This is an optimization exercise on Yosys and OpenROAD, whose aim is small area, a short achievable clock period and few clock cycles, not a production implementation.
Function was checked by simulation only, so behaviour that the tests miss may differ from the original.
No activity file was given, so power comes from the tool's default toggle rates.

== quartz ==
Design fblc_dec, start of the top module:
module fblc_dec (
    input  wire        clk,
    input  wire        rst_n,
    input  wire        in_valid,
    input  wire [7:0]  in_data,
    input  wire        in_last,
    output wire        in_ready,
    output wire        out_valid,
    input  wire        out_ready,
    output wire [15:0] out_syms,
    output wire [3:0]  out_count,
    output reg         done_valid,
    output reg  [3:0]  done_detail,
    output wire [31:0] done_bitoff,
    output wire [31:0] done_bytes
);
Size in the first run: about 100 I/O pins, ~96000 um^2 of cells after synthesis.
export LEC_CHECK = 0
export CAP_MARGIN = 20
export CELL_PAD_IN_SITES_DETAIL_PLACEMENT = 1
export CELL_PAD_IN_SITES_GLOBAL_PLACEMENT = 2
export CORE_MARGIN = 2
export CORE_UTILIZATION = 30
export GPL_ROUTABILITY_DRIVEN = 1
export PLACE_DENSITY = 0.45
export SETUP_SLACK_MARGIN = 2.75
export SLEW_MARGIN = 20
create_clock -name core_clock -period 8.0 [get_ports {clk}]
run.sh (not shown) runs the stock make flow with config.mk's settings and CLKGATE_MAP_FILE= SYNTH_SCRIPT=/design/flow/synth_recipe.tcl, a recipe that flattens the netlist after the stock synthesis.
Testbench counts of quartz, summed over its fixed seeds: cycles 8,857.
Modified inputs, raven compared to quartz
diff --git a/flow/design.v b/flow/design.v
--- a/flow/design.v
+++ b/flow/design.v
@@ -383,24 +383,24 @@
     wire [9:0]  fsum    = fill + fL[9:0];
     wire [10:0] rlo     = {1'b0, rem[9:0]} - {1'b0, iLf};
     wire [21:0] rhim1   = rem[31:10] - 22'd1;
     wire [31:0] rem_fast = {rlo[10] ? rhim1 : rem[31:10], rlo[9:0]};
     wire [9:0]  fillnxt = (fL >= {14'd0, froom}) ? 10'd512 : fsum;
     wire [8:0]  vd3   = wid + 9'd3;
     wire [8:0]  pvd   = pp - vd3;
     wire signed [10:0] vl1b = 11'sd3 - $signed({3'd0, col});                       
     wire signed [10:0] vl2b = $signed({2'd0, vd3}) - $signed({1'b0, fill});       
     wire signed [10:0] vhib = $signed({2'd0, line_left}) + 11'sd3;                
     wire [8:0]  vd    = vd3 - {6'd0, iv};
-    wire signed [10:0] vlob = (vl1b > vl2b) ? vl1b : vl2b;
-    wire signed [10:0] vlo  = vlob - $signed({8'd0, iv});                          
+    wire signed [10:0] vlo1 = vl1b - $signed({8'd0, iv});
+    wire signed [10:0] vlo2 = vl2b - $signed({8'd0, iv});
     wire signed [10:0] vhi  = vhib - $signed({8'd0, iv});
     wire [8:0]  cqv  = pvd + {6'd0, iv};
     wire [8:0]  cqh  = pp - hdist[8:0];
     wire signed [10:0] hlo  = $signed({1'b0, hdist}) - $signed({1'b0, fill});
     wire        hacc   = !hfull && (pst == P_HDR || iend);
     wire        hfire  = hacc && in_valid;
     wire [3:0]  h_det  = he1 ? 4'd1 : he2 ? 4'd2 : he3 ? 4'd3 : he4 ? 4'd4 : he5 ? 4'd5 : 4'd0;
     wire [25:0] hlm    = (hm == 3'd1) ? {2'd0, hlines} :
                          (hm == 3'd2) ? {1'b0, hlines, 1'b0} :
                          (hm == 3'd3) ? ({2'd0, hlines} + {1'b0, hlines, 1'b0}) :
                                         {hlines, 2'b0};
@@ -542,23 +542,23 @@
             if (cfree) begin
                 ccopy <= ikind[1];
                 cvert <= (ikind == K_VERT);
                 cleft <= iL;
                 cge8  <= iL >= 24'd8;
                 cle8  <= iL <= 24'd8;
                 clit  <= (ikind == K_LIT) ? ldata : {8{isym}};
                 if (ikind == K_VERT) begin
                     {cqw0, cq0} <= cqv;
                     cqlo  <= below(cqv[2:0]);
                     cqw1  <= cqv[8:3] + 6'd1;
-                    clo   <= vlo;
+                    clo   <= (vlo1 > vlo2) ? vlo1 : vlo2;
                     chi   <= vhi;
                     crep  <= 3'd0;
                 end else begin
                     {cqw0, cq0} <= cqh;
                     cqlo  <= below(cqh[2:0]);
                     cqw1  <= cqh[8:3] + 6'd1;
                     clo   <= hlo;
                     chi   <= 11'sd0;
                     crep  <= (hdist < 10'd8) ? hdist[2:0] : 3'd0;
                 end
             end
Findings:
quartz has completed all stages; timing, DRC and antenna checks passed. raven finished all stages; the layout is clean. Max clock network fraction of design power across quartz and raven: quartz. From quartz to raven the numbers moved as follows: share of final layout cell area taken by non-clock buffers lost 1.0 points; synthesized area divided by synthesized cell count lost 0.077 um^2; cell area lost about 1.3%; starting utilization of the core area neither gained nor lost much. Diff quartz -> raven: total internal power rose by about 5.4%, height of the chip stayed essentially flat, netlist area before placement rose by 0.42%, critical path depth fell by 2. Between quartz and raven, the flow reports instance count of the mapped netlist increasing slightly. Diff quartz -> raven | number of placed instances, taps included | up slightly. raven has critical-path maximum fanout below what quartz had.
Testbench counts of raven, summed over its fixed seeds: cycles 8,857.

what the ideal ports hide:
No port has a modelled driver above. Below, the same layouts with a new extraction and two added sets of constraints.
Step 1: set_driving_cell puts a clkbuf_16 on clk and a buf_2 on each other input, an assumption about the parent block.
Step 2, shift: input delay + t, output delay - t, t = (earliest + latest rising clock arrival at the registers) / 2. This alone moves slack from input paths to output paths.
a / b / c = ideal / step 1 / step 2; a / b = the first two.
run	t, ns	setup slack, ns	slew at the worst register clock pin (ns)	worst data-port slew with drivers (ns)
quartz	0.982	2.372 / 2.269 / 2.445	0.07 / 0.07	0.10
raven	0.975	2.578 / 2.475 / 2.682	0.07 / 0.07	0.12
After both steps setup and hold are still met in every run listed.
